Context: an optimization exercise on an open-source flow, tuned for small area, a short achievable clock period and few clock cycles per item. The choices shown serve that exercise and are no tape-out recipe.
In this exercise RTL edits were held to simulation tests only and were not proved equivalent to the original.
No activity file was given, so power comes from the tool's default toggle rates.

==> design/flow/design.v <==
module bf_rescale (
    input  wire        clk,
    input  wire        rst,
    input  wire        start,
    input  wire [63:0] mask,
    input  wire [1:0]  rs_cap,
    output wire        ready,
    output reg         rd_en,
    output wire [5:0]  rd_addr,
    input  wire [31:0] rd_data,
    output reg         out_valid,
    output reg  [5:0]  out_idx,
    output reg  [12:0] out_i,
    output reg  [12:0] out_q,
    output reg         done,
    output wire [15:0] s_out,
    output wire [4:0]  exp_out,
    output wire        null_out
);
    localparam [1:0] S_IDLE = 2'd0,
                     S_P1   = 2'd1,
                     S_DIV  = 2'd2,
                     S_P2   = 2'd3;
    localparam [5:0] D_FIRST  = 6'd6;
    localparam [5:0] P2_FIRST = 6'd38;
    localparam [5:0] P2_LAST  = 6'd37;
    localparam [1:0] M_SQ  = 2'd0,     
                     M_ONE = 2'd1,     
                     M_S   = 2'd2;     
    reg [1:0]  state;
    reg        ready_r;
    reg [5:0]  cnt;
    reg [63:0] mask_r;
    reg        cap_hi, cap_lo;
    reg        two;                     
    reg [15:0] s_r;
    reg [4:0]  exp_r;
    reg        null_r;
    assign ready    = ready_r;
    assign rd_addr  = cnt;
    assign s_out    = s_r;
    assign exp_out  = exp_r;
    assign null_out = null_r;
    wire accept = start & ready_r;
    wire last_rd  = (state == S_P1 && cnt == 6'd0) || (state == S_P2 && cnt == P2_LAST);
    wire first_rd = (state == S_P1 && cnt == 6'd1) || (state == S_P2 && cnt == P2_FIRST);
    always @(posedge clk) begin
        cnt    <= ready_r ? 6'd1 : cnt + 6'd1;
        mask_r <= ready_r ? {mask[0], mask[63:1]} : {mask_r[0], mask_r[63:1]};
        if (ready_r) begin
            cap_hi <= rs_cap[1];
            cap_lo <= rs_cap[0];
        end
        if (state == S_P1 && cnt == 6'd1)
            two <= ~cap_hi & (|mask_r);
    end
    always @(posedge clk) begin
        if (rst) begin
            state   <= S_IDLE;
            rd_en   <= 1'b0;
            ready_r <= 1'b1;
        end else begin
            case (state)
                S_IDLE: begin
                    if (accept) begin
                        state   <= S_P1;
                        rd_en   <= 1'b1;
                        ready_r <= 1'b0;
                    end
                end
                S_P1: begin
                    if (cnt == 6'd63 && !two)
                        ready_r <= 1'b1;
                    if (cnt == 6'd0) begin
                        if (two) begin
                            state <= S_DIV;
                            rd_en <= 1'b0;
                        end else if (accept) begin
                            ready_r <= 1'b0;
                        end else begin
                            state <= S_IDLE;
                            rd_en <= 1'b0;
                        end
                    end
                end
                S_DIV: begin
                    if (cnt == P2_FIRST - 6'd1) begin
                        state <= S_P2;
                        rd_en <= 1'b1;
                    end
                end
                S_P2: begin
                    if (cnt == P2_LAST - 6'd1)
                        ready_r <= 1'b1;
                    if (cnt == P2_LAST) begin
                        if (accept) begin
                            state   <= S_P1;
                            ready_r <= 1'b0;
                        end else begin
                            state <= S_IDLE;
                            rd_en <= 1'b0;
                        end
                    end
                end
            endcase
        end
    end
    reg        v1, pa1, m1, last1, fp1, w01;
    reg        v2, m2, last2, fp2;
    reg [1:0]  md2;
    reg [5:0]  ng_i, on_i, tw_i, ng_q, on_q, tw_q;
    reg [16:0] x_i, x_q;
    reg        nzd2;
    wire [11:0] r_i = rd_data[11:0];
    wire [11:0] r_q = rd_data[23:12];
    wire [12:0] e_i = {r_i, 1'b0};
    wire [12:0] e_q = {r_q, 1'b0};
    wire        sq1 = pa1 & two;
    wire [15:0] s_op = pa1 ? 16'd16384 : s_r;
    integer k;
    always @(posedge clk) begin
        if (rst) begin
            v1 <= 1'b0;
            v2 <= 1'b0;
        end else begin
            v1 <= rd_en;
            v2 <= v1;
        end
        pa1   <= (state == S_P1);
        m1    <= mask_r[0];
        last1 <= last_rd;
        fp1   <= first_rd;
        w01   <= (cnt == 6'd0);
        m2    <= m1;
        last2 <= last1;
        fp2   <= fp1;
        md2   <= !pa1 ? M_S : (two ? M_SQ : M_ONE);
        for (k = 0; k < 6; k = k + 1) begin
            ng_i[k] <= e_i[2*k+2];
            on_i[k] <= e_i[2*k+1] ^ e_i[2*k];
            tw_i[k] <= (e_i[2*k+2] & ~e_i[2*k+1] & ~e_i[2*k]) | (~e_i[2*k+2] & e_i[2*k+1] & e_i[2*k]);
            ng_q[k] <= e_q[2*k+2];
            on_q[k] <= e_q[2*k+1] ^ e_q[2*k];
            tw_q[k] <= (e_q[2*k+2] & ~e_q[2*k+1] & ~e_q[2*k]) | (~e_q[2*k+2] & e_q[2*k+1] & e_q[2*k]);
        end
        x_i   <= sq1 ? {{5{r_i[11]}}, r_i} : {1'b0, s_op};
        x_q   <= sq1 ? {{5{r_q[11]}}, r_q} : {1'b0, s_op};
        nzd2  <= |rd_data[23:0];
        if (v1 && w01 && !(pa1 && two))
            exp_r <= rd_data[28:24];
    end
    wire [26:0] ra_i, rb_i, ra_q, rb_q;
    bf_bmul mul_i (.ng(ng_i), .on(on_i), .tw(tw_i), .x(x_i), .ra(ra_i), .rb(rb_i));
    bf_bmul mul_q (.ng(ng_q), .on(on_q), .tw(tw_q), .x(x_q), .ra(ra_q), .rb(rb_q));
    reg        v3, m3, last3, fp3, nzd3;
    reg [1:0]  md3;
    reg [26:0] ya_i, yb_i, ya_q, yb_q;
    always @(posedge clk) begin
        if (rst)
            v3 <= 1'b0;
        else
            v3 <= v2;
        m3    <= m2;
        last3 <= last2;
        nzd3  <= nzd2;
        md3   <= md2;
        fp3   <= fp2;
        ya_i  <= ra_i;
        yb_i  <= rb_i;
        ya_q  <= ra_q;
        yb_q  <= rb_q;
    end
    wire        sq  = (md3 == M_SQ);
    wire [26:0] p_i = ya_i + yb_i;
    wire [26:0] p_q = ya_q + yb_q;
    wire first3 = (md3 != M_S) && fp3;
    wire nz_cur = ~m3 & nzd3;
    reg        nz, anym;
    wire       nz_t   = (nz & ~first3) | nz_cur;
    wire       anym_t = (anym & ~first3) | m3;
    wire       null_1 = anym_t & ~nz_t;
    reg        v4, m4, first4;
    reg [9:0]  hi_i, hi_q;
    always @(posedge clk) begin
        if (rst) begin
            out_valid <= 1'b0;
            done      <= 1'b0;
            v4        <= 1'b0;
        end else begin
            out_valid <= v3 & ~sq;
            done      <= v3 & ~sq & last3;
            v4        <= v3 & sq;
        end
        out_idx <= !fp3 ? out_idx + 6'd1 : (md3 == M_S) ? P2_FIRST : 6'd1;
        out_i   <= sq ? p_i[12:0] : m3 ? 13'd0 : p_i[26:14];
        out_q   <= sq ? p_q[12:0] : m3 ? 13'd0 : p_q[26:14];
        hi_i    <= p_i[22:13];
        hi_q    <= p_q[22:13];
        if (v3 && md3 != M_S) begin
            nz   <= nz_t;
            anym <= anym_t;
        end
        m4     <= m3;
        first4 <= first3;
    end
    reg        m5;
    reg [23:0] pw;
    always @(posedge clk) begin
        m5 <= m4;
        pw <= v4 ? {1'b0, hi_i, out_i} + {1'b0, hi_q, out_q} : 24'd0;
    end
    reg [33:0] z;
    reg [29:0] s_rem;
    reg [1:0]  qb;
    reg        ovf;
    reg [16:0] srem;
    wire        in_div  = (state == S_DIV) && (cnt >= D_FIRST);
    wire        d_neg   = z[33];
    wire [32:0] dsum    = {z[33:2], 1'b1} + {(d_neg ? {2'b00, s_rem} : ~{2'b00, s_rem}), ~d_neg};
    wire [31:0] dnew    = dsum[32:1];
    wire        q_bit   = ~dnew[31];
    wire        s_neg   = srem[16];
    wire [14:0] root    = s_r[14:0];
    wire [18:0] ssh     = {srem, qb};
    wire [18:0] snew    = ssh + {(s_neg ? {2'b00, root} : ~{2'b00, root}), 2'b11};
    wire        s_bit   = ~snew[18];
    wire        sq_step = (state == S_DIV) && (cnt[0] == D_FIRST[0] + 1'b1) && (cnt >= D_FIRST + 6'd3);
    wire [15:0] cap_v   = cap_lo ? 16'd23170 : 16'd32768;
    wire        big     = ovf | (cap_lo & (root >= 15'd23170));
    always @(posedge clk) begin
        if (in_div)
            z <= {dnew[30:0], z[1:0], 1'b0};
        else if (first4)
            z <= 34'd0;
        else
            z <= {4'd0, z[29:0] + {6'd0, pw}};
        if (first4)
            s_rem <= 30'd0;
        else
            s_rem <= s_rem + (m5 ? 30'd0 : {6'd0, pw});
        if (in_div) begin
            qb <= {qb[0], q_bit};
            if (cnt == D_FIRST)
                ovf <= q_bit;
        end
        if (state == S_DIV && cnt == D_FIRST) begin
            s_r  <= 16'd0;
            srem <= 17'd0;
        end else if (sq_step) begin
            s_r  <= {1'b0, root[13:0], s_bit};
            srem <= snew[16:0];
        end
        if (state == S_P2 && cnt == P2_FIRST) begin
            s_r    <= !nz ? 16'd0 : big ? cap_v : {1'b0, root};
            null_r <= !nz;
        end
        if (v3 && md3 == M_ONE && last3) begin
            s_r    <= null_1 ? 16'd0 : 16'd16384;
            null_r <= null_1;
        end
    end
endmodule
module bf_bmul (
    input  wire [5:0]  ng,
    input  wire [5:0]  on,
    input  wire [5:0]  tw,
    input  wire [16:0] x,
    output wire [26:0] ra,
    output wire [26:0] rb
);
    wire [17:0] x1 = {x[16], x};
    wire [17:0] x2 = {x, 1'b0};
    wire [17:0] pp0 = (({18{on[0]}} & x1) | ({18{tw[0]}} & x2)) ^ {18{ng[0]}};
    wire [17:0] pp1 = (({18{on[1]}} & x1) | ({18{tw[1]}} & x2)) ^ {18{ng[1]}};
    wire [17:0] pp2 = (({18{on[2]}} & x1) | ({18{tw[2]}} & x2)) ^ {18{ng[2]}};
    wire [17:0] pp3 = (({18{on[3]}} & x1) | ({18{tw[3]}} & x2)) ^ {18{ng[3]}};
    wire [17:0] pp4 = (({18{on[4]}} & x1) | ({18{tw[4]}} & x2)) ^ {18{ng[4]}};
    wire [17:0] pp5 = (({18{on[5]}} & x1) | ({18{tw[5]}} & x2)) ^ {18{ng[5]}};
    wire t1 = pp0[10] ^ pp1[8];
    wire t2 = pp0[10] & pp1[8];
    wire t3 = pp0[11] ^ pp1[9];
    wire t4 = pp0[11] & pp1[9];
    wire t5 = pp0[12] ^ pp1[10];
    wire t6 = pp0[12] & pp1[10];
    wire t7 = pp0[13] ^ pp1[11];
    wire t8 = pp0[13] & pp1[11];
    wire t9 = pp0[14] ^ pp1[12];
    wire t10 = pp0[14] & pp1[12];
    wire t11 = pp0[15] ^ pp1[13];
    wire t12 = pp0[15] & pp1[13];
    wire t13 = pp0[16] ^ pp1[14];
    wire t14 = pp0[16] & pp1[14];
    wire t15 = pp0[17] ^ pp1[15];
    wire t16 = pp0[17] & pp1[15];
    wire t17 = pp0[17] ^ pp1[16];
    wire t18 = pp0[17] & pp1[16];
    wire t19 = ~pp0[17] ^ ~pp1[17];
    wire t20 = ~pp0[17] & ~pp1[17];
    wire t21 = pp0[6] ^ pp1[4];
    wire t22 = pp0[6] & pp1[4];
    wire t23 = pp0[7] ^ pp1[5];
    wire t24 = pp0[7] & pp1[5];
    wire t25 = pp0[8] ^ pp1[6] ^ pp2[4];
    wire t26 = (pp0[8] & pp1[6]) | (pp0[8] & pp2[4]) | (pp1[6] & pp2[4]);
    wire t27 = pp3[2] ^ pp4[0];
    wire t28 = pp3[2] & pp4[0];
    wire t29 = pp0[9] ^ pp1[7] ^ pp2[5];
    wire t30 = (pp0[9] & pp1[7]) | (pp0[9] & pp2[5]) | (pp1[7] & pp2[5]);
    wire t31 = pp3[3] ^ pp4[1];
    wire t32 = pp3[3] & pp4[1];
    wire t33 = t1 ^ pp2[6] ^ pp3[4];
    wire t34 = (t1 & pp2[6]) | (t1 & pp3[4]) | (pp2[6] & pp3[4]);
    wire t35 = pp4[2] ^ pp5[0] ^ ng[5];
    wire t36 = (pp4[2] & pp5[0]) | (pp4[2] & ng[5]) | (pp5[0] & ng[5]);
    wire t37 = t2 ^ t3 ^ pp2[7];
    wire t38 = (t2 & t3) | (t2 & pp2[7]) | (t3 & pp2[7]);
    wire t39 = pp3[5] ^ pp4[3] ^ pp5[1];
    wire t40 = (pp3[5] & pp4[3]) | (pp3[5] & pp5[1]) | (pp4[3] & pp5[1]);
    wire t41 = t4 ^ t5 ^ pp2[8];
    wire t42 = (t4 & t5) | (t4 & pp2[8]) | (t5 & pp2[8]);
    wire t43 = pp3[6] ^ pp4[4] ^ pp5[2];
    wire t44 = (pp3[6] & pp4[4]) | (pp3[6] & pp5[2]) | (pp4[4] & pp5[2]);
    wire t45 = t6 ^ t7 ^ pp2[9];
    wire t46 = (t6 & t7) | (t6 & pp2[9]) | (t7 & pp2[9]);
    wire t47 = pp3[7] ^ pp4[5] ^ pp5[3];
    wire t48 = (pp3[7] & pp4[5]) | (pp3[7] & pp5[3]) | (pp4[5] & pp5[3]);
    wire t49 = t8 ^ t9 ^ pp2[10];
    wire t50 = (t8 & t9) | (t8 & pp2[10]) | (t9 & pp2[10]);
    wire t51 = pp3[8] ^ pp4[6] ^ pp5[4];
    wire t52 = (pp3[8] & pp4[6]) | (pp3[8] & pp5[4]) | (pp4[6] & pp5[4]);
    wire t53 = t10 ^ t11 ^ pp2[11];
    wire t54 = (t10 & t11) | (t10 & pp2[11]) | (t11 & pp2[11]);
    wire t55 = pp3[9] ^ pp4[7] ^ pp5[5];
    wire t56 = (pp3[9] & pp4[7]) | (pp3[9] & pp5[5]) | (pp4[7] & pp5[5]);
    wire t57 = t12 ^ t13 ^ pp2[12];
    wire t58 = (t12 & t13) | (t12 & pp2[12]) | (t13 & pp2[12]);
    wire t59 = pp3[10] ^ pp4[8] ^ pp5[6];
    wire t60 = (pp3[10] & pp4[8]) | (pp3[10] & pp5[6]) | (pp4[8] & pp5[6]);
    wire t61 = t14 ^ t15 ^ pp2[13];
    wire t62 = (t14 & t15) | (t14 & pp2[13]) | (t15 & pp2[13]);
    wire t63 = pp3[11] ^ pp4[9] ^ pp5[7];
    wire t64 = (pp3[11] & pp4[9]) | (pp3[11] & pp5[7]) | (pp4[9] & pp5[7]);
    wire t65 = t16 ^ t17 ^ pp2[14];
    wire t66 = (t16 & t17) | (t16 & pp2[14]) | (t17 & pp2[14]);
    wire t67 = pp3[12] ^ pp4[10] ^ pp5[8];
    wire t68 = (pp3[12] & pp4[10]) | (pp3[12] & pp5[8]) | (pp4[10] & pp5[8]);
    wire t69 = t18 ^ t19 ^ pp2[15];
    wire t70 = (t18 & t19) | (t18 & pp2[15]) | (t19 & pp2[15]);
    wire t71 = pp3[13] ^ pp4[11] ^ pp5[9];
    wire t72 = (pp3[13] & pp4[11]) | (pp3[13] & pp5[9]) | (pp4[11] & pp5[9]);
    wire t73 = t20 ^ 1'b1 ^ pp2[16];
    wire t74 = (t20 & 1'b1) | (t20 & pp2[16]) | (1'b1 & pp2[16]);
    wire t75 = pp3[14] ^ pp4[12] ^ pp5[10];
    wire t76 = (pp3[14] & pp4[12]) | (pp3[14] & pp5[10]) | (pp4[12] & pp5[10]);
    wire t77 = ~pp2[17] ^ pp3[15] ^ pp4[13];
    wire t78 = (~pp2[17] & pp3[15]) | (~pp2[17] & pp4[13]) | (pp3[15] & pp4[13]);
    wire t79 = 1'b1 ^ pp3[16];
    wire t80 = 1'b1 & pp3[16];
    wire t81 = pp0[4] ^ pp1[2];
    wire t82 = pp0[4] & pp1[2];
    wire t83 = pp0[5] ^ pp1[3];
    wire t84 = pp0[5] & pp1[3];
    wire t85 = t21 ^ pp2[2] ^ pp3[0];
    wire t86 = (t21 & pp2[2]) | (t21 & pp3[0]) | (pp2[2] & pp3[0]);
    wire t87 = t22 ^ t23 ^ pp2[3];
    wire t88 = (t22 & t23) | (t22 & pp2[3]) | (t23 & pp2[3]);
    wire t89 = t24 ^ t25 ^ t27;
    wire t90 = (t24 & t25) | (t24 & t27) | (t25 & t27);
    wire t91 = t26 ^ t28 ^ t29;
    wire t92 = (t26 & t28) | (t26 & t29) | (t28 & t29);
    wire t93 = t30 ^ t32 ^ t33;
    wire t94 = (t30 & t32) | (t30 & t33) | (t32 & t33);
    wire t95 = t34 ^ t36 ^ t37;
    wire t96 = (t34 & t36) | (t34 & t37) | (t36 & t37);
    wire t97 = t38 ^ t40 ^ t41;
    wire t98 = (t38 & t40) | (t38 & t41) | (t40 & t41);
    wire t99 = t42 ^ t44 ^ t45;
    wire t100 = (t42 & t44) | (t42 & t45) | (t44 & t45);
    wire t101 = t46 ^ t48 ^ t49;
    wire t102 = (t46 & t48) | (t46 & t49) | (t48 & t49);
    wire t103 = t50 ^ t52 ^ t53;
    wire t104 = (t50 & t52) | (t50 & t53) | (t52 & t53);
    wire t105 = t54 ^ t56 ^ t57;
    wire t106 = (t54 & t56) | (t54 & t57) | (t56 & t57);
    wire t107 = t58 ^ t60 ^ t61;
    wire t108 = (t58 & t60) | (t58 & t61) | (t60 & t61);
    wire t109 = t62 ^ t64 ^ t65;
    wire t110 = (t62 & t64) | (t62 & t65) | (t64 & t65);
    wire t111 = t66 ^ t68 ^ t69;
    wire t112 = (t66 & t68) | (t66 & t69) | (t68 & t69);
    wire t113 = t70 ^ t72 ^ t73;
    wire t114 = (t70 & t72) | (t70 & t73) | (t72 & t73);
    wire t115 = t74 ^ t76 ^ t77;
    wire t116 = (t74 & t76) | (t74 & t77) | (t76 & t77);
    wire t117 = t78 ^ t79 ^ pp4[14];
    wire t118 = (t78 & t79) | (t78 & pp4[14]) | (t79 & pp4[14]);
    wire t119 = t80 ^ ~pp3[17] ^ pp4[15];
    wire t120 = (t80 & ~pp3[17]) | (t80 & pp4[15]) | (~pp3[17] & pp4[15]);
    wire t121 = 1'b1 ^ pp4[16];
    wire t122 = 1'b1 & pp4[16];
    wire t123 = pp0[2] ^ pp1[0];
    wire t124 = pp0[2] & pp1[0];
    wire t125 = pp0[3] ^ pp1[1];
    wire t126 = pp0[3] & pp1[1];
    wire t127 = t81 ^ pp2[0] ^ ng[2];
    wire t128 = (t81 & pp2[0]) | (t81 & ng[2]) | (pp2[0] & ng[2]);
    wire t129 = t82 ^ t83 ^ pp2[1];
    wire t130 = (t82 & t83) | (t82 & pp2[1]) | (t83 & pp2[1]);
    wire t131 = t84 ^ t85 ^ ng[3];
    wire t132 = (t84 & t85) | (t84 & ng[3]) | (t85 & ng[3]);
    wire t133 = t86 ^ t87 ^ pp3[1];
    wire t134 = (t86 & t87) | (t86 & pp3[1]) | (t87 & pp3[1]);
    wire t135 = t88 ^ t89 ^ ng[4];
    wire t136 = (t88 & t89) | (t88 & ng[4]) | (t89 & ng[4]);
    wire t137 = t90 ^ t91 ^ t31;
    wire t138 = (t90 & t91) | (t90 & t31) | (t91 & t31);
    wire t139 = t92 ^ t93 ^ t35;
    wire t140 = (t92 & t93) | (t92 & t35) | (t93 & t35);
    wire t141 = t94 ^ t95 ^ t39;
    wire t142 = (t94 & t95) | (t94 & t39) | (t95 & t39);
    wire t143 = t96 ^ t97 ^ t43;
    wire t144 = (t96 & t97) | (t96 & t43) | (t97 & t43);
    wire t145 = t98 ^ t99 ^ t47;
    wire t146 = (t98 & t99) | (t98 & t47) | (t99 & t47);
    wire t147 = t100 ^ t101 ^ t51;
    wire t148 = (t100 & t101) | (t100 & t51) | (t101 & t51);
    wire t149 = t102 ^ t103 ^ t55;
    wire t150 = (t102 & t103) | (t102 & t55) | (t103 & t55);
    wire t151 = t104 ^ t105 ^ t59;
    wire t152 = (t104 & t105) | (t104 & t59) | (t105 & t59);
    wire t153 = t106 ^ t107 ^ t63;
    wire t154 = (t106 & t107) | (t106 & t63) | (t107 & t63);
    wire t155 = t108 ^ t109 ^ t67;
    wire t156 = (t108 & t109) | (t108 & t67) | (t109 & t67);
    wire t157 = t110 ^ t111 ^ t71;
    wire t158 = (t110 & t111) | (t110 & t71) | (t111 & t71);
    wire t159 = t112 ^ t113 ^ t75;
    wire t160 = (t112 & t113) | (t112 & t75) | (t113 & t75);
    wire t161 = t114 ^ t115 ^ pp5[11];
    wire t162 = (t114 & t115) | (t114 & pp5[11]) | (t115 & pp5[11]);
    wire t163 = t116 ^ t117 ^ pp5[12];
    wire t164 = (t116 & t117) | (t116 & pp5[12]) | (t117 & pp5[12]);
    wire t165 = t118 ^ t119 ^ pp5[13];
    wire t166 = (t118 & t119) | (t118 & pp5[13]) | (t119 & pp5[13]);
    wire t167 = t120 ^ t121 ^ pp5[14];
    wire t168 = (t120 & t121) | (t120 & pp5[14]) | (t121 & pp5[14]);
    wire t169 = t122 ^ ~pp4[17] ^ pp5[15];
    wire t170 = (t122 & ~pp4[17]) | (t122 & pp5[15]) | (~pp4[17] & pp5[15]);
    wire t171 = 1'b1 ^ pp5[16];
    wire t172 = 1'b1 & pp5[16];
    assign ra = {t170, t168, t166, t164, t162, t160, t158, t156, t154, t152, t150, t148, t146, t144, t142, t140, t138, t136, t134, t132, t130, t128, t126, t124, t123, pp0[1], pp0[0]};
    assign rb = {t171, t169, t167, t165, t163, t161, t159, t157, t155, t153, t151, t149, t147, t145, t143, t141, t139, t137, t135, t133, t131, t129, t127, t125, ng[1], 1'b0, ng[0]};
endmodule
==> design/flow/flow/run.sh <==
#!/bin/bash
# The standard layout (standard.sh, unchanged synthesis and steps) with three settings:
#  - the setup repair aims for a slack margin of 8.3 ns below the 12 ns clock, so that it
#    works on every path longer than 3.7 ns rather than only on paths over 12 ns;
#  - the port buffers are buf_2 rather than the default delay cell;
#  - clock tree clusters of at most 20 flip-flops within 100 um.
# Each tool's full output is in the ORFS logs under orfs/logs/; make's output is in
# standard_make.log beside this script's work folder.
set -euo pipefail
bash standard.sh SETUP_SLACK_MARGIN=8.3 CTS_CLUSTER_SIZE=20 CTS_CLUSTER_DIAMETER=100 CORE_UTILIZATION=55 PLACE_DENSITY=0.75 \
    "BUFFER_PORTS_ARGS=-buffer_cell sky130_fd_sc_hd__buf_2" finish > standard_make.log 2>&1
==> design/flow/standard.sh <==
#!/bin/bash
# synth_recipe.tcl (not shown) runs the flow's synth.tcl, then flattens the netlist and writes it again
# the make line also repeats each setting of config.mk as NAME=value (left out here)
make -C /OpenROAD-flow-scripts/flow DESIGN_CONFIG=/design/flow/config.mk WORK_HOME=/design/flow/orfs CLKGATE_MAP_FILE= SYNTH_SCRIPT=/design/flow/synth_recipe.tcl "${@:-finish}"
==> design/flow/config.mk <==
export PLATFORM = sky130hd
export DESIGN_NAME = bf_rescale
export DESIGN_NICKNAME = bf_rescale
export VERILOG_FILES = /design/flow/design.v
export SDC_FILE = /design/flow/constraint.sdc
export NUM_CORES = 4
export LEC_CHECK = 0
export CAP_MARGIN = 20
export CORE_MARGIN = 2
export CORE_UTILIZATION = 40
export PLACE_DENSITY = 0.6
export SLEW_MARGIN = 20
==> design/flow/constraint.sdc <==
create_clock -name core_clock -period 12.0 [get_ports {clk}]
set_input_delay 2.4000 -clock core_clock [delete_from_list [all_inputs] [get_ports {clk}]]
set_output_delay 2.4000 -clock core_clock [all_outputs]
set_load 0.01 [all_outputs]
==> impl_metrics.prom, run 1 <==
# TYPE chip_impl_metric gauge
chip_impl_info{name="result_of_the_run",value="finished clean"} 1
chip_impl_metric{name="layout.filler_cells",unit=""} 4363
chip_impl_metric{name="core",unit="µm²"} 52300
chip_impl_info{name="cp_slowest_cell",value="edfxtp_1"} 1
chip_impl_metric{name="timing_max_transition_violations_final",unit=""} 0
chip_impl_metric{name="pin_count",unit=""} 165
chip_impl_metric{name="power_per_cell_area",unit="nW/µm²"} 278
chip_impl_metric{name="setup_viol",unit=""} 0
chip_impl_metric{name="syn_area",unit="µm²"} 29000
chip_impl_metric{name="design.die.area",unit="µm²"} 54600
chip_impl_metric{name="slew_headroom",unit="%"} 22.8
chip_impl_metric{name="combPwrFrac",unit="%"} 59.5
chip_impl_metric{name="worst_slew_pin_slew",unit="ps"} 1160
chip_impl_metric{name="finalWirelength",unit="mm"} 71.9
chip_impl_metric{name="routabilityCongestion",unit=""} 0.911
chip_impl_metric{name="grt_antenna_before_repair",unit=""} 7
chip_impl_metric{name="final_period_minus_worst_setup_slack",unit="ps"} 3660
chip_impl_metric{name="wire_length_of_the_first_global_routing_pass",unit="mm"} 115
chip_impl_metric{name="hold_path_depth",unit=""} 0
chip_impl_metric{name="synth.mux.area_fraction",unit="%"} 3.03
chip_impl_metric{name="grt_pass1_vias",unit=""} 22500
chip_impl_metric{name="grt_start_max_net_pins",unit=""} 44
chip_impl_metric{name="fin_crit_sh",unit="%"} 30.5
chip_impl_metric{name="cp_num_cells",unit=""} 1
chip_impl_metric{name="global_route.usage.total",unit="%"} 25.9
chip_impl_info{name="cts_tree",value="yes"} 1
chip_impl_metric{name="placement.setup.worst_slack",unit="ps"} 7850
chip_impl_metric{name="finalClockSkew",unit="ps"} 33.7
chip_impl_metric{name="crit_required",unit="ps"} 9600
chip_impl_metric{name="async_flop_share",unit="%"} 0
chip_impl_metric{name="synthesis.area_per_instance",unit="µm²"} 9.44
chip_impl_metric{name="synth-edff-count",unit=""} 30
chip_impl_metric{name="timing.fmax",unit="MHz"} 273
chip_impl_metric{name="timing.critical_path.buf_inv",unit=""} 1
chip_impl_metric{name="cts_max_level",unit=""} 1
chip_impl_metric{name="chipWidth",unit="µm"} 234
chip_impl_metric{name="critical_path.max_stage_delay",unit="ps"} 470
chip_impl_metric{name="switching_share",unit="%"} 44.9
chip_impl_metric{name="worst_ir_drop_vdd",unit="mV"} 0.142
chip_impl_info{name="hold_path.class",value="reg2reg"} 1
chip_impl_info{name="yosysMostFrequentCell",value="dfxtp_1"} 1
chip_impl_metric{name="vias",unit=""} 22600
chip_impl_metric{name="max_cap_viol_count",unit=""} 0
chip_impl_info{name="post_synth_top_flop",value="dfxtp_1"} 1
chip_impl_metric{name="wl_per_instance",unit="µm"} 18.7
chip_impl_metric{name="grt-ovfl-total",unit=""} 0
chip_impl_metric{name="yosys.area_share.adder",unit="%"} 17.9
chip_impl_metric{name="detailed_placement_wirelength_estimate",unit="mm"} 54.3
chip_impl_metric{name="yosys.area_share.simple",unit="%"} 11.1
chip_impl_metric{name="drive_gt1_share",unit="%"} 10.6
chip_impl_metric{name="detail_route.iter0.violations",unit=""} 1947
chip_impl_metric{name="synth_cell_types",unit=""} 78
chip_impl_info{name="synthTopCellsByCount",value="dfxtp_1 (433), xnor2_1 (307), ha_1 (213)"} 1
chip_impl_metric{name="ff_latch_area",unit="µm²"} 9590
chip_impl_metric{name="io_buffers",unit=""} 161
chip_impl_metric{name="timing.reg2reg.worst_path_depth",unit=""} 12
chip_impl_info{name="setup_repair_after_global_routing_missed_its_margin",value="yes"} 1
chip_impl_info{name="worstSetupPathType",value="reg2out"} 1
chip_impl_metric{name="ctsHoldBuffers",unit=""} 0
chip_impl_metric{name="clkSlewWorstSetupHoldPaths",unit="ps"} 90
chip_impl_metric{name="cts-root-to-sink-buffers",unit=""} 3
chip_impl_metric{name="p_leak",unit="nW"} 13.5
chip_impl_metric{name="clk_latency",unit="ps"} 610
chip_impl_metric{name="post-route-drc-count",unit=""} 0
chip_impl_info{name="worstPathCellList",value="buf_2"} 1
chip_impl_info{name="yosysTopAreaCell",value="dfxtp_1"} 1
chip_impl_info{name="ctsRootBufferMaster",value="clkbuf_16"} 1
chip_impl_metric{name="synth_compound_area_share",unit="%"} 17.9
chip_impl_info{name="end_kind",value="output port"} 1
chip_impl_metric{name="start_util",unit="%"} 55.5
chip_impl_metric{name="share_seq_of_total_power",unit="%"} 29.7
chip_impl_metric{name="p_int",unit="W"} 0.00479
chip_impl_metric{name="post_synthesis_cell_count",unit=""} 3075
chip_impl_metric{name="fin_setup_tns",unit="ps"} 0
chip_impl_metric{name="pwr-share-clk",unit="%"} 10.8
chip_impl_metric{name="finish.net_count",unit=""} 3576
chip_impl_metric{name="worst_setup_slack_after_layout",unit="ps"} 8340
chip_impl_metric{name="floorplan.rows",unit=""} 84
chip_impl_metric{name="warnings_from_yosys",unit=""} 1
chip_impl_info{name="cp_top_family",value="flip-flops"} 1
chip_impl_metric{name="fin_hold_ws",unit="ps"} 298
chip_impl_metric{name="cts_inserted_buffers",unit=""} 27
chip_impl_info{name="synth_top_cells_by_area",value="dfxtp_1 (30%), xnor2_1 (9.3%), ha_1 (9.2%)"} 1
chip_impl_info{name="dominant_combinational_cell_family_by_area_after_synthesis",value="adder cells"} 1
chip_impl_metric{name="post_drt_via_cell_ratio",unit=""} 5.89
chip_impl_metric{name="p_switching",unit="W"} 0.00390
chip_impl_metric{name="timing.final.hold_violations",unit=""} 0
chip_impl_metric{name="drtAntennaViolNets",unit=""} 0
chip_impl_metric{name="post_synth_xor_area_fraction",unit="%"} 12.5
chip_impl_metric{name="timing.critical_path.arrival",unit="ps"} 1260
chip_impl_metric{name="yosysTopAreaCellShare",unit="%"} 29.9
chip_impl_metric{name="die_y",unit="µm"} 234
chip_impl_metric{name="critical_path.max_fanout",unit=""} 2
chip_impl_metric{name="area_growth",unit="%"} 7.70
chip_impl_metric{name="yosysSeqAreaShare",unit="%"} 33.0
chip_impl_metric{name="drtPass1Iterations",unit=""} 6
chip_impl_metric{name="clock_sink_count",unit=""} 463
chip_impl_info{name="worstSetupStartpointType",value="flip-flop"} 1
chip_impl_metric{name="syn_nets",unit=""} 3516
chip_impl_metric{name="post_synthesis_sequential_element_count",unit=""} 463
chip_impl_metric{name="multi_input_area",unit="µm²"} 18200
==> layout make-up <==
class                           count  area share, %
Inverter                          196           2.35
Tap cell                          688           2.75
Clock inverter                      3          0.108
Antenna cell                        5         0.0400
Clock buffer                       36           2.34
Sequential cell                   463           30.7
Timing Repair Buffer              193           3.64
Multi-Input combinational cell   2254           58.1
==> sequential cells by signal, summed over array words and instances (netlist names), 10 cells and up, named ones only <==
name,cells
hi_i,10
hi_q,10
mask_r,64
out_i,13
out_q,13
pw,24
s_r,16
s_rem,30
srem,17
x_i,17
x_q,17
ya_i,27
ya_q,27
yb_i,26
yb_q,26
z,34
==> worst reg2reg max path, cell delays in order (launching register included) <==
cell	delay (ps)
dfxtp_4	500
buf_6	270
xnor2_1	130
ha_1	330
o21ai_0	120
a21boi_1	320
o22a_1	330
a41oi_2	240
o211a_1	290
nor3_2	320
a211oi_1	150
or3_1	330
a21oi_1	140
==> timing repair <==
item,CTS,global route
gates resized for setup,18,8
endpoints found under the setup margin,35,18
gates cloned,2,1
pin swaps,0,1
setup buffers,15,3
==> path summary, 6_finish.rpt <==
path | from | end | slack (ps)
worst max-delay path | s_r[15] | s_out[15] | 8340
worst min-delay path | m4 | m5 | 300
worst max register to register | z[33] | z[33] | 8470
worst min register to register | m4 | m5 | 300
==> layer usage <==
layer / part of all wire [%] / global-route usage, % / vias to the layer above
met2: 48 / 44.6 / 893
met5: 0.047 / 0 / -
met3: 6.5 / 4.28 / 190
li1: - / - / 10800
met4: 3.8 / 10.4 / 6
met1: 42 / 32.5 / 10700
==> power by group through the flow <==
| stage | Clock (W) | Combinational, W | Sequential [W] |
|---|---|---|---|
| 2_1_floorplan | 0 | 0.00386 | 0.00234 |
| 3_3_place_gp | 0 | 0.00489 | 0.00258 |
| 3_5_place_dp | 0 | 0.00504 | 0.00259 |
| 4_1_cts | 0.000965 | 0.00511 | 0.00256 |
| 5_1_grt | 0.00102 | 0.00578 | 0.00263 |
| 6_report | 0.000942 | 0.00517 | 0.00258 |
==> cells in the final DEF (no fill, tap or decap), types with 115 or more instances in the layout <==
cell type	netlist	layout
nor2_1	147	147
nand2_1	192	192
o21ai_0	117	115
buf_2	0	161
a21oi_1	146	145
ha_1	213	213
dfxtp_1	433	423
inv_1	194	194
a22oi_1	193	193
xnor2_1	307	307
fa_1	127	127
==> cells by family (layout without fill, tap and decap cells) <==
logic type | after synthesis | count (layout)
adders and majority gates | 340 | 340
DFF | 463 | 463
and+or+nand+nor | 660 | 660
xor gates and xnor gates | 414 | 414
other | 0 | 5
muxes | 79 | 79
buffers and inverters | 358 | 428
AOI/OAI and AO/OA | 761 | 761
==> per-stage QoR <==
stage,cell area [µm²],utilization [%],std cells,power [W]
global placement,30200,57.7,3773,0.00748
finish,31300,59.7,3838,0.00869
CTS,31200,59.6,3829,0.00864
detailed placement,30200,57.7,3773,0.00764
global route,31300,59.7,3835,0.00943
floorplan,29000,-,3075,0.00620
Testbench counts, summed over its fixed seeds: cycles 43,495, items 384.
==> inputs of run 2 (changes only) <==
--- a/design/flow/flow/run.sh
+++ b/design/flow/flow/run.sh
@@ -7,5 +7,5 @@
 # Each tool's full output is in the ORFS logs under orfs/logs/; make's output is in
 # standard_make.log beside this script's work folder.
 set -euo pipefail
-bash standard.sh SETUP_SLACK_MARGIN=8.3 CTS_CLUSTER_SIZE=20 CTS_CLUSTER_DIAMETER=100 CORE_UTILIZATION=55 PLACE_DENSITY=0.75 \
+bash standard.sh SETUP_SLACK_MARGIN=8.3 CTS_CLUSTER_SIZE=20 CTS_CLUSTER_DIAMETER=100 SLEW_MARGIN=5 CAP_MARGIN=5 \
     "BUFFER_PORTS_ARGS=-buffer_cell sky130_fd_sc_hd__buf_2" finish > standard_make.log 2>&1
==> run 2 against run 1 <==
  * Sequential share of layout area decreased by 0.42 points
  * Synthesized cell count did not move
  * Worst hold slack better by 34 ps
  * Register-to-register slack improved by 50 ps
  * Area after synthesis is the same
  * Worst setup slack better by 3.2 ps
  * Clock power up 4.6%
  * Combinational power increased by 2%
  * Routed wire length increased by 0.57%
  * Count of clock-buffer cells in the layout did not move
  * Flip-flop and latch count did not move
  * Largest cell class unchanged
  * Largest power group unchanged
==> impl_metrics.prom, run 2 <==
# TYPE chip_impl_metric gauge
chip_impl_info{name="result_of_the_run",value="finished clean"} 1
chip_impl_metric{name="placement.setup.worst_slack",unit="ps"} 7650
chip_impl_metric{name="area_growth",unit="%"} 9.13
chip_impl_metric{name="final_period_minus_worst_setup_slack",unit="ps"} 3660
chip_impl_metric{name="warnings_from_yosys",unit=""} 1
chip_impl_metric{name="switching_share",unit="%"} 44.7
chip_impl_metric{name="total_power",unit="W"} 0.00880
chip_impl_metric{name="grt-ovfl-total",unit=""} 0
chip_impl_metric{name="syn_nets",unit=""} 3516
chip_impl_metric{name="yosysTopAreaCellShare",unit="%"} 29.9
chip_impl_metric{name="global_route.usage.total",unit="%"} 18.9
chip_impl_metric{name="worst_slew_pin_slew",unit="ps"} 1210
chip_impl_info{name="yosysTopAreaCell",value="dfxtp_1"} 1
chip_impl_info{name="post_synth_top_flop",value="dfxtp_1"} 1
chip_impl_metric{name="power_per_cell_area",unit="nW/µm²"} 278
chip_impl_metric{name="routabilityCongestion",unit=""} 0.872
chip_impl_metric{name="crit_required",unit="ps"} 9600
chip_impl_metric{name="detail_route.iter0.violations",unit=""} 1295
chip_impl_metric{name="finish.net_count",unit=""} 3580
chip_impl_metric{name="grt_antenna_before_repair",unit=""} 7
chip_impl_metric{name="cts-root-to-sink-buffers",unit=""} 3
chip_impl_info{name="worst_r2r_startpoint",value="ng_q[3]"} 1
chip_impl_info{name="cts_tree",value="yes"} 1
chip_impl_info{name="worstSetupStartpointType",value="flip-flop"} 1
chip_impl_metric{name="start_util",unit="%"} 40.5
chip_impl_metric{name="grt_pass1_vias",unit=""} 21200
chip_impl_metric{name="yosysSeqAreaShare",unit="%"} 33.0
chip_impl_metric{name="finalWirelength",unit="mm"} 72.3
chip_impl_info{name="end_kind",value="output port"} 1
chip_impl_info{name="setup_repair_after_global_routing_missed_its_margin",value="no"} 1
chip_impl_metric{name="timing_max_transition_violations_final",unit=""} 0
chip_impl_info{name="min_from",value="fp2"} 1
chip_impl_metric{name="share_seq_of_total_power",unit="%"} 29.1
chip_impl_metric{name="pwr-share-clk",unit="%"} 11.2
chip_impl_metric{name="combPwrFrac",unit="%"} 59.7
chip_impl_info{name="yosysMostFrequentCell",value="dfxtp_1"} 1
chip_impl_metric{name="async_flop_share",unit="%"} 0
chip_impl_info{name="mostFrequentLayoutCell",value="dfxtp_1"} 1
chip_impl_metric{name="post_synthesis_sequential_element_count",unit=""} 463
chip_impl_metric{name="setup_viol",unit=""} 0
chip_impl_metric{name="vias",unit=""} 21800
chip_impl_metric{name="flip_flop_count_of_the_largest_register_all_copies_and_words_added",unit=""} 64
chip_impl_metric{name="detailed_placement_wirelength_estimate",unit="mm"} 54.6
chip_impl_metric{name="io_buffers",unit=""} 161
chip_impl_metric{name="fin_crit_sh",unit="%"} 30.5
chip_impl_metric{name="worst_ir_drop_vdd",unit="mV"} 0.144
chip_impl_info{name="layout_top_registers",value="mask_r x64, z x34, s_rem x30"} 1
chip_impl_info{name="synth_top_cells_by_area",value="dfxtp_1 (30%), xnor2_1 (9.3%), ha_1 (9.2%)"} 1
chip_impl_metric{name="drtPass1Iterations",unit=""} 5
chip_impl_metric{name="pin_count",unit=""} 165
chip_impl_metric{name="floorplan.rows",unit=""} 98
chip_impl_info{name="mostFrequentLayoutCells",value="dfxtp_1 (424), xnor2_1 (307), ha_1 (213)"} 1
chip_impl_metric{name="max_cap_viol_count",unit=""} 0
chip_impl_metric{name="post-route-drc-count",unit=""} 0
chip_impl_metric{name="clk_latency",unit="ps"} 600
chip_impl_metric{name="syn_area",unit="µm²"} 29000
chip_impl_metric{name="wl_per_instance",unit="µm"} 17.6
chip_impl_info{name="hold_path.class",value="reg2reg"} 1
chip_impl_metric{name="core",unit="µm²"} 71700
chip_impl_metric{name="p_switching",unit="W"} 0.00393
chip_impl_info{name="ctsRootBufferMaster",value="clkbuf_16"} 1
chip_impl_metric{name="finalClockSkew",unit="ps"} 17.9
chip_impl_metric{name="slew_headroom",unit="%"} 19.4
chip_impl_metric{name="critical_path.max_fanout",unit=""} 10
chip_impl_metric{name="synth_cell_types",unit=""} 78
chip_impl_metric{name="timing.final.hold_violations",unit=""} 0
chip_impl_metric{name="timing.critical_path.arrival",unit="ps"} 1260
chip_impl_metric{name="timing.fmax",unit="MHz"} 273
chip_impl_info{name="worstSetupPathType",value="reg2out"} 1
chip_impl_metric{name="synth-edff-count",unit=""} 30
chip_impl_metric{name="fin_setup_tns",unit="ps"} 0
chip_impl_info{name="synthTopCellsByCount",value="dfxtp_1 (433), xnor2_1 (307), ha_1 (213)"} 1
chip_impl_metric{name="cts_inserted_buffers",unit=""} 28
chip_impl_metric{name="p_leak",unit="nW"} 13.6
chip_impl_metric{name="post_synthesis_cell_count",unit=""} 3075
chip_impl_metric{name="wire_length_of_the_first_global_routing_pass",unit="mm"} 115
chip_impl_metric{name="synthesis.area_per_instance",unit="µm²"} 9.44
chip_impl_metric{name="worst_setup_slack_after_layout",unit="ps"} 8340
chip_impl_metric{name="drtAntennaViolNets",unit=""} 0
chip_impl_metric{name="clkSlewWorstSetupHoldPaths",unit="ps"} 90
chip_impl_metric{name="p_int",unit="W"} 0.00486
chip_impl_metric{name="grt_start_max_net_pins",unit=""} 44
chip_impl_info{name="largest_register",value="mask_r"} 1
chip_impl_info{name="setup_crit_start",value="ready_r"} 1
chip_impl_metric{name="design.die.area",unit="µm²"} 74800
chip_impl_metric{name="chipWidth",unit="µm"} 273
chip_impl_metric{name="clock_sink_count",unit=""} 463
chip_impl_metric{name="post_drt_via_cell_ratio",unit=""} 5.32
chip_impl_metric{name="die_y",unit="µm"} 273
chip_impl_metric{name="cts_max_level",unit=""} 1
chip_impl_metric{name="ctsHoldBuffers",unit=""} 0
chip_impl_metric{name="drive_gt1_share",unit="%"} 10.8
## run 2: repair_timing
action / CTS / global route
setup buffers: 17 / 1
gates cloned: 3 / 0
pin swaps: 0 / 1
setup endpoints to repair: 28 / 10
gates resized for setup: 18 / 7
## run 2: critical path: stages (launching register included)
cell and delay [ps]:
dfxtp_4 370, buf_16 150, buf_2 140
## run 2: per-stage QoR
stage / instances / util (%) / cell area [µm²] / hold WS [ps]
3_3_place_gp: 4038 / 42.6 / 30500 / 311
6_report: 4102 / 44.2 / 31700 / 332
4_1_cts: 4098 / 44.1 / 31600 / 331
5_1_grt: 4100 / 44.2 / 31700 / 339
3_5_place_dp: 4038 / 42.6 / 30500 / 312
2_1_floorplan: 3075 / - / 29000 / 310
## run 2: worst paths after layout
path / cells past startpoint / end / slack, ps
worst max-delay path: 2 / ready / 8340
worst min-delay path: 0 / fp3 / 330
worst max register to register: 6 / yb_q[13] / 8520
worst min register to register: 0 / fp3 / 330
## run 2: area by class of cell
cell class                      count  area [µm²]
Sequential cell                   463        9580
Tap cell                          950        1190
Multi-Input combinational cell   2254       18200
Fill cell                        7053       40000
Antenna cell                        3        7.51
Clock inverter                      4        37.5
Clock buffer                       36         782
Inverter                          196         736
Timing Repair Buffer              196        1170
## run 2: logic make-up after synthesis
logic type	count (synthesis)	share of synthesized area [%]
AND/OR/NAND/NOR	660	11.1
flip-flops	463	33.0
multiplexers	79	3.03
buffers and inverters	358	4.63
AO/OA/AOI/OAI	761	17.9
XOR/XNOR	414	12.5
adder cells (fa/ha/maj)	340	17.9
## run 2: routing by layer
metal / wire length, µm / track usage, %
met2: 33100 / 31.4
met5: 72 / 0
met1: 33700 / 25.8
met3: 3480 / 2.47
met4: 1950 / 5.32
## run 2: power by group through the flow
| stage | logic [W] | clock network (W) | registers, W |
|---|---|---|---|
| 3_3_place_gp | 0.00512 | 0 | 0.00258 |
| 4_1_cts | 0.00524 | 0.00102 | 0.00256 |
| 5_1_grt | 0.00593 | 0.00107 | 0.00262 |
| 2_1_floorplan | 0.00386 | 0 | 0.00234 |
| 6_report | 0.00525 | 0.000985 | 0.00256 |
| 3_5_place_dp | 0.00516 | 0 | 0.00259 |
==> inputs of run 3 (changes only) <==
--- a/design/flow/flow/run.sh
+++ b/design/flow/flow/run.sh
@@ -7,5 +7,5 @@
 # Each tool's full output is in the ORFS logs under orfs/logs/; make's output is in
 # standard_make.log beside this script's work folder.
 set -euo pipefail
-bash standard.sh SETUP_SLACK_MARGIN=8.3 CTS_CLUSTER_SIZE=20 CTS_CLUSTER_DIAMETER=100 SLEW_MARGIN=5 CAP_MARGIN=5 \
+bash standard.sh SETUP_SLACK_MARGIN=8.15 CTS_CLUSTER_SIZE=25 CTS_CLUSTER_DIAMETER=100 \
     "BUFFER_PORTS_ARGS=-buffer_cell sky130_fd_sc_hd__buf_2" finish > standard_make.log 2>&1
==> run 3 against run 2 <==
  * Utilization shrank 0.43 points
  * Register-to-register slack lost 100 ps
  * Worst setup slack lost 95 ps
  * Flip-flop and latch count is the same
  * Die area is the same
  * Critical endpoint is now s_out[14]
  * Highest routed layer unchanged
==> impl_metrics.prom, run 3 <==
# TYPE chip_impl_metric gauge
chip_impl_info{name="result_of_the_run",value="finished clean"} 1
chip_impl_metric{name="detailed_placement_wirelength_estimate",unit="mm"} 54.6
chip_impl_metric{name="wl_per_instance",unit="µm"} 17.5
chip_impl_metric{name="grt_antenna_before_repair",unit=""} 7
chip_impl_metric{name="finalClockSkew",unit="ps"} 22.8
chip_impl_metric{name="drive_gt1_share",unit="%"} 9.87
chip_impl_metric{name="detail_route.iter0.violations",unit=""} 1267
chip_impl_metric{name="timing.critical_path.buf_inv",unit=""} 1
chip_impl_metric{name="vias",unit=""} 21700
chip_impl_info{name="yosysMostFrequentCell",value="dfxtp_1"} 1
chip_impl_metric{name="synthesis.area_per_instance",unit="µm²"} 9.44
chip_impl_info{name="worstPathCellList",value="buf_2"} 1
chip_impl_metric{name="post_synthesis_sequential_element_count",unit=""} 463
chip_impl_info{name="synthTopCellsByCount",value="dfxtp_1 (433), xnor2_1 (307), ha_1 (213)"} 1
chip_impl_metric{name="floorplan.rows",unit=""} 98
chip_impl_metric{name="timing.critical_path.arrival",unit="ps"} 1350
chip_impl_metric{name="max_cap_viol_count",unit=""} 0
chip_impl_metric{name="yosysSeqAreaShare",unit="%"} 33.0
chip_impl_metric{name="timing_max_transition_violations_final",unit=""} 0
chip_impl_metric{name="post_synthesis_cell_count",unit=""} 3075
chip_impl_metric{name="met2_length",unit="mm"} 32.6
chip_impl_metric{name="clock_sink_count",unit=""} 463
chip_impl_metric{name="warnings_from_yosys",unit=""} 1
chip_impl_info{name="hold_path.class",value="reg2reg"} 1
chip_impl_metric{name="flip_flop_count_of_the_largest_register_all_copies_and_words_added",unit=""} 64
chip_impl_metric{name="cts-root-to-sink-buffers",unit=""} 3
chip_impl_info{name="cp_top_family",value="flip-flops"} 1
chip_impl_metric{name="synth_cell_types",unit=""} 78
chip_impl_metric{name="ff_latch_area",unit="µm²"} 9580
chip_impl_metric{name="chipWidth",unit="µm"} 273
chip_impl_metric{name="hold_path_depth",unit=""} 0
chip_impl_info{name="ctsRootBufferMaster",value="clkbuf_16"} 1
chip_impl_metric{name="ctsHoldBuffers",unit=""} 0
chip_impl_info{name="setup_repair_after_global_routing_missed_its_margin",value="no"} 1
chip_impl_metric{name="wire_length_of_the_first_global_routing_pass",unit="mm"} 114
chip_impl_metric{name="pin_count",unit=""} 165
chip_impl_info{name="mostFrequentLayoutCell",value="dfxtp_1"} 1
chip_impl_metric{name="p_leak",unit="nW"} 13.4
chip_impl_metric{name="cts_inserted_buffers",unit=""} 24
chip_impl_metric{name="cts_max_level",unit=""} 1
chip_impl_metric{name="clk_latency",unit="ps"} 600
chip_impl_metric{name="fin_crit_sh",unit="%"} 31.3
chip_impl_info{name="worstSetupPathType",value="reg2out"} 1
chip_impl_info{name="post_synth_top_flop",value="dfxtp_1"} 1
chip_impl_metric{name="met3_length",unit="mm"} 3.47
chip_impl_metric{name="post_layout_nonfiller_instances",unit=""} 4073
chip_impl_metric{name="core",unit="µm²"} 71700
chip_impl_metric{name="timing.final.hold_violations",unit=""} 0
chip_impl_metric{name="grt-ovfl-total",unit=""} 0
chip_impl_metric{name="clkSlewWorstSetupHoldPaths",unit="ps"} 100
chip_impl_metric{name="setup_viol",unit=""} 0
chip_impl_info{name="yosysTopAreaCell",value="dfxtp_1"} 1
chip_impl_metric{name="post_drt_via_cell_ratio",unit=""} 5.32
chip_impl_info{name="worst_r2r_startpoint",value="m5"} 1
chip_impl_metric{name="worst_ir_drop_vdd",unit="mV"} 0.123
chip_impl_metric{name="dp.cells",unit=""} 4038
chip_impl_metric{name="start_util",unit="%"} 40.5
chip_impl_info{name="layout_top_registers",value="mask_r x64, z x34, s_rem x30"} 1
chip_impl_metric{name="timing.fmax",unit="MHz"} 266
chip_impl_metric{name="wl_met1",unit="mm"} 33.3
chip_impl_metric{name="global_route.usage.total",unit="%"} 18.8
chip_impl_info{name="largest_register",value="mask_r"} 1
chip_impl_metric{name="power_per_cell_area",unit="nW/µm²"} 277
chip_impl_metric{name="finalWirelength",unit="mm"} 71.4
chip_impl_metric{name="fin_setup_tns",unit="ps"} 0
chip_impl_metric{name="yosysTopAreaCellShare",unit="%"} 29.9
chip_impl_metric{name="drtAntennaViolNets",unit=""} 0
chip_impl_info{name="hold-path-endpoint",value="last3"} 1
chip_impl_metric{name="multi_input_area",unit="µm²"} 18200
chip_impl_metric{name="layout.filler_cells",unit=""} 7091
chip_impl_metric{name="slew_headroom",unit="%"} 32.3
chip_impl_info{name="synth_top_cells_by_area",value="dfxtp_1 (30%), xnor2_1 (9.3%), ha_1 (9.2%)"} 1
chip_impl_metric{name="final_period_minus_worst_setup_slack",unit="ps"} 3750
chip_impl_metric{name="io_buffers",unit=""} 161
chip_impl_metric{name="grt_start_max_net_pins",unit=""} 44
chip_impl_info{name="cp_slowest_cell",value="edfxtp_1"} 1
chip_impl_metric{name="worst_slew_pin_slew",unit="ps"} 1010
chip_impl_metric{name="syn_area",unit="µm²"} 29000
chip_impl_metric{name="critical_path.max_fanout",unit=""} 5
chip_impl_metric{name="drtPass1Iterations",unit=""} 6
chip_impl_info{name="cts_tree",value="yes"} 1
chip_impl_metric{name="synth-edff-count",unit=""} 30
chip_impl_metric{name="design.die.area",unit="µm²"} 74800
chip_impl_info{name="mostFrequentLayoutCells",value="dfxtp_1 (428), xnor2_1 (307), ha_1 (213)"} 1
chip_impl_info{name="min_from",value="last2"} 1
chip_impl_metric{name="reg2reg_setup_slack",unit="ps"} 8420
chip_impl_info{name="rr_endpoint",value="s_rem[26]"} 1
chip_impl_metric{name="critical_path.max_stage_delay",unit="ps"} 550
chip_impl_info{name="route.top_layer_used",value="met5"} 1
chip_impl_metric{name="timing.reg2reg.worst_path_depth",unit=""} 14
chip_impl_metric{name="post-route-drc-count",unit=""} 0
chip_impl_metric{name="async_flop_share",unit="%"} 0
chip_impl_metric{name="syn_nets",unit=""} 3516
chip_impl_metric{name="grt_pass1_vias",unit=""} 21000
chip_impl_info{name="worstSetupStartpointType",value="flip-flop"} 1
chip_impl_metric{name="routabilityCongestion",unit=""} 0.872
chip_impl_info{name="end_kind",value="output port"} 1
chip_impl_metric{name="finish.net_count",unit=""} 3557
chip_impl_metric{name="die_y",unit="µm"} 273
chip_impl_metric{name="crit_required",unit="ps"} 9600
chip_impl_metric{name="area_growth",unit="%"} 8.06
-- run 3: cell types whose count changed in the layout (fill, tap and decap cells not counted), sizes merged --
| cell | change |
|---|---|
| clkbuf | -9 |
| bufbuf | -1 |
| buf | -18 |
| diode | -1 |
-- run 3: per-stage QoR --
step	total power, W	hold WS, ps	worst slack, ps	util [%]	area, µm²
after global placement	0.00771	311	7730	42.6	30500
after detailed placement	0.00774	312	7650	42.6	30500
after CTS	0.00872	334	8200	43.7	31300
after floorplan	0.00620	310	8600	-	29000
after global routing	0.00950	336	8150	43.7	31400
final	0.00869	331	8250	43.7	31400
-- run 3: repair_timing --
item	in CTS	in global routing
gates cloned	2	0
setup endpoints to repair	4	5
setup buffers	0	0
hold endpoints to repair	0	0
gates resized for setup	9	4
pin swaps	0	0
-- run 3: metal layers --
layer  global-route usage, %  vias to the layer above
met5                       0                        -
met4                    5.58                        8
met3                    2.73                      103
met2                    30.8                      515
met1                    25.5                    10200
li1                        -                    10800
-- run 3: power breakdown --
part / switching, W / total (W) / internal [W] / leakage, nW
Sequential: 0.000457 / 0.00256 / 0.00210 / 3.88
Clock: 0.000527 / 0.000917 / 0.000390 / 0.344
Combinational: 0.00293 / 0.00521 / 0.00228 / 9.17
Total: 0.00392 / 0.00869 / 0.00477 / 13.4
-- run 3: worst max path at each step --
| stage | cells past startpoint | to | from | slack, ps |
|---|---|---|---|---|
| after detailed placement | 11 | ovf | z[33] | 7650 |
| after global placement | 11 | ovf | z[33] | 7730 |
| final | 1 | s_out[14] | s_r[14] | 8250 |
| after floorplan | 5 | state[0] | start | 8600 |
| after global routing | 11 | srem[15] | srem[16] | 8150 |
| after CTS | 2 | ready | ready_r | 8200 |
-- run 3: area by class of cell --
class / count / share of cell area [%]
Sequential cell: 463 / 30.5
Inverter: 196 / 2.35
Tap cell: 950 / 3.79
Clock inverter: 4 / 0.231
Antenna cell: 2 / 0.0160
Multi-Input combinational cell: 2254 / 57.9
Timing Repair Buffer: 177 / 3.19
Clock buffer: 27 / 2.02
-- run 3: logic make-up after synthesis --
| family | share of synthesized area [%] |
|---|---|
| xor+xnor | 12.5 |
| simple gates | 11.1 |
| flops | 33.0 |
| compound gates | 17.9 |
| buf+inv | 4.63 |
| fa+ha+maj | 17.9 |
| mux | 3.03 |
==> inputs of run 4 (changes only) <==
--- a/design/flow/flow/run.sh
+++ b/design/flow/flow/run.sh
@@ -7,5 +7,5 @@
 # Each tool's full output is in the ORFS logs under orfs/logs/; make's output is in
 # standard_make.log beside this script's work folder.
 set -euo pipefail
-bash standard.sh SETUP_SLACK_MARGIN=8.15 CTS_CLUSTER_SIZE=25 CTS_CLUSTER_DIAMETER=100 \
+bash standard.sh SETUP_SLACK_MARGIN=8.45 CTS_CLUSTER_SIZE=25 CTS_CLUSTER_DIAMETER=100 \
     "BUFFER_PORTS_ARGS=-buffer_cell sky130_fd_sc_hd__buf_2" finish > standard_make.log 2>&1
==> run 4 against run 3 <==
  * Routed wire length rose by 1.4%
  * Still clean
  * Non-clock buffer count rose by 34
  * Highest routed layer unchanged
  * Largest power group unchanged
  * Final area rose by 1.5%
  * Largest cell class unchanged
  * Utilization rose by 0.67 points
==> impl_metrics.prom, run 4 <==
# TYPE chip_impl_metric gauge
chip_impl_metric{name="timing_max_transition_violations_final",unit=""} 0
chip_impl_metric{name="io_buffers",unit=""} 161
chip_impl_metric{name="synth_cell_types",unit=""} 78
chip_impl_metric{name="timing.final.hold_violations",unit=""} 0
chip_impl_metric{name="routabilityCongestion",unit=""} 0.872
chip_impl_metric{name="yosysTopAreaCellShare",unit="%"} 29.9
chip_impl_metric{name="critical_path.max_fanout",unit=""} 2
chip_impl_metric{name="finalWirelength",unit="mm"} 72.4
chip_impl_metric{name="reg2reg_setup_slack",unit="ps"} 8610
chip_impl_info{name="cp_slowest_cell",value="edfxtp_1"} 1
chip_impl_metric{name="worst_setup_slack_after_layout",unit="ps"} 8350
chip_impl_info{name="layout_top_registers",value="mask_r x64, z x34, s_rem x30"} 1
chip_impl_info{name="worstSetupPathType",value="reg2out"} 1
chip_impl_metric{name="post_synthesis_sequential_element_count",unit=""} 463
chip_impl_metric{name="pin_count",unit=""} 165
chip_impl_info{name="worst_r2r_startpoint",value="m5"} 1
chip_impl_metric{name="vias",unit=""} 21800
chip_impl_info{name="mostFrequentLayoutCell",value="dfxtp_1"} 1
chip_impl_metric{name="die_y",unit="µm"} 273
chip_impl_info{name="post_synth_top_flop",value="dfxtp_1"} 1
chip_impl_metric{name="detailed_placement_wirelength_estimate",unit="mm"} 54.6
chip_impl_metric{name="chipWidth",unit="µm"} 273
chip_impl_metric{name="max_cap_viol_count",unit=""} 0
chip_impl_info{name="mostFrequentLayoutCells",value="dfxtp_1 (398), xnor2_1 (307), ha_1 (213)"} 1
chip_impl_metric{name="drtPass1Iterations",unit=""} 8
chip_impl_info{name="cts_tree",value="yes"} 1
chip_impl_info{name="ctsRootBufferMaster",value="clkbuf_16"} 1
chip_impl_info{name="setup_crit_start",value="s_r[1]"} 1
chip_impl_metric{name="fin_util",unit="%"} 44.4
chip_impl_metric{name="p_leak",unit="nW"} 13.6
chip_impl_metric{name="timing.critical_path.arrival",unit="ps"} 1250
chip_impl_info{name="rr_endpoint",value="s_rem[26]"} 1
chip_impl_metric{name="synth-edff-count",unit=""} 30
chip_impl_metric{name="fin_setup_tns",unit="ps"} 0
chip_impl_metric{name="crit_required",unit="ps"} 9600
chip_impl_metric{name="area_growth",unit="%"} 9.73
chip_impl_metric{name="grt-ovfl-total",unit=""} 0
chip_impl_info{name="capturing_element_of_the_worst_setup_path",value="s_out[1]"} 1
chip_impl_metric{name="start_util",unit="%"} 40.5
chip_impl_metric{name="floorplan.rows",unit=""} 98
chip_impl_metric{name="final_period_minus_worst_setup_slack",unit="ps"} 3650
chip_impl_metric{name="post-route-drc-count",unit=""} 0
chip_impl_metric{name="clk_latency",unit="ps"} 600
chip_impl_metric{name="timing.fmax",unit="MHz"} 274
chip_impl_metric{name="slew_headroom",unit="%"} 29.9
chip_impl_info{name="hold_path.class",value="reg2reg"} 1
chip_impl_info{name="synth_top_cells_by_area",value="dfxtp_1 (30%), xnor2_1 (9.3%), ha_1 (9.2%)"} 1
chip_impl_metric{name="timing.reg2reg.worst_path_depth",unit=""} 14
chip_impl_metric{name="syn_area",unit="µm²"} 29000
chip_impl_info{name="worstSetupStartpointType",value="flip-flop"} 1
chip_impl_metric{name="design.die.area",unit="µm²"} 74800
chip_impl_metric{name="yosysSeqAreaShare",unit="%"} 33.0
chip_impl_metric{name="wl_per_instance",unit="µm"} 17.6
chip_impl_metric{name="cts_inserted_buffers",unit=""} 24
chip_impl_metric{name="drive_gt1_share",unit="%"} 11.9
chip_impl_metric{name="cp_num_cells",unit=""} 1
chip_impl_metric{name="synthesis.area_per_instance",unit="µm²"} 9.44
chip_impl_metric{name="cts-root-to-sink-buffers",unit=""} 3
chip_impl_metric{name="cts_max_level",unit=""} 1
chip_impl_info{name="end_kind",value="output port"} 1
chip_impl_metric{name="setup_viol",unit=""} 0
chip_impl_metric{name="fin_crit_sh",unit="%"} 30.4
chip_impl_metric{name="core",unit="µm²"} 71700
chip_impl_metric{name="timing.critical_path.buf_inv",unit=""} 1
chip_impl_metric{name="global_route.usage.total",unit="%"} 19.0
chip_impl_info{name="cp_top_family",value="flip-flops"} 1
chip_impl_metric{name="clock_sink_count",unit=""} 463
chip_impl_metric{name="clkSlewWorstSetupHoldPaths",unit="ps"} 100
chip_impl_info{name="worstPathCellList",value="buf_2"} 1
chip_impl_info{name="result_of_the_run",value="finished clean"} 1
chip_impl_info{name="yosysMostFrequentCell",value="dfxtp_1"} 1
-- run 4: changes by cell type in the layout (fill, tap and decap cells not counted), sizes merged --
| cell | change |
|---|---|
| buf | +33 |
| bufbuf | +1 |
| clkinv | -1 |
| clkinvlp | +1 |
| diode | +2 |
-- run 4: layout make-up --
cell class,instances,area [µm²]
clock buffer,27,633
fill,7019,39900
tap,950,1190
multi-input combinational,2254,18200
sequential,463,9640
timing repair buffer,211,1380
clock inverter,4,72.6
antenna,4,10.0
inverter,196,739
-- run 4: worst min-delay path by stage --
| stage | start | endpoint | depth (start not counted) |
|---|---|---|---|
| final | last2 | last3 | 0 |
| after detailed placement | md2[1] | md3[1] | 0 |
| after floorplan | fp1 | fp2 | 0 |
| after global routing | last2 | last3 | 0 |
| after CTS | last2 | last3 | 0 |
| after global placement | md2[1] | md3[1] | 0 |
-- run 4: cells by family after synthesis --
| group | count (synthesis) | synth area share [%] |
|---|---|---|
| xor+xnor | 414 | 12.5 |
| fa+ha+maj | 340 | 17.9 |
| flops | 463 | 33.0 |
| buf+inv | 358 | 4.63 |
| simple gates | 660 | 11.1 |
| compound gates | 761 | 17.9 |
| mux | 79 | 3.03 |
-- run 4: stage by stage --
stage               cells  cell area, µm²  hold slack [ps]  power [W]
finish               4109           31900              329    0.00877
global route         4107           31900              336    0.00958
CTS                  4099           31700              334    0.00878
detailed placement   4038           30500              312    0.00774
global placement     4038           30500              311    0.00771
floorplan            3075           29000              310    0.00620
-- run 4: metal layers --
metal | share of wire, % | vias up | GRT usage (%) | routed length (µm)
met4 | 2.9 | 6 | 5.75 | 2080
met1 | 47 | 10400 | 25.7 | 33800
li1 | - | 10900 | - | -
met5 | 0.064 | - | 0 | 46
met2 | 46 | 503 | 31.1 | 33000
met3 | 4.7 | 107 | 2.78 | 3390
-- run 4: report_power, final --
group	total, W	switching (W)	internal (W)	leakage (nW)
Combinational	0.00529	0.00297	0.00232	9.39
Sequential	0.00256	0.000451	0.00211	3.89
Clock	0.000919	0.000529	0.000390	0.344
-- run 4: repair_timing --
item                       CTS  global route
resized for setup           49            32
setup endpoints to repair   54            56
setup buffers               27             6
pin swaps                    2             4
cloned                       3             0

what the ideal ports hide:
In the flow no input, the clock included, has a driving cell. The finished layouts below were timed again as built, in two steps. Step 1 sets driving cells, clkbuf_16 on the clock port and buf_2 on the other inputs (assumed; they add their load-dependent delay and slew). Step 2 also shifts input and output timing later by t, the mid clock arrival at the registers, as if the neighbouring blocks saw the same clock. a / b / c = no drivers / after step 1 / after step 2; a / b = the first two.
| run | t, ns | slack for setup (ns) | worst data-port slew with drivers (ns) |
|---|---|---|---|
| run 1 | 0.652 | 8.339 / 8.281 / 8.290 | 0.10 |
| run 2 | 0.653 | 8.343 / 8.279 / 8.257 | 0.11 |
| run 3 | 0.645 | 8.248 / 8.185 / 8.279 | 0.10 |
| run 4 | 0.645 | 8.353 / 8.291 / 8.272 | 0.11 |
After both steps every run listed still meets setup and hold. For run 2, which loses most, drivers alone change the setup slack by -0.064 ns; drivers and shift together by -0.086 ns.
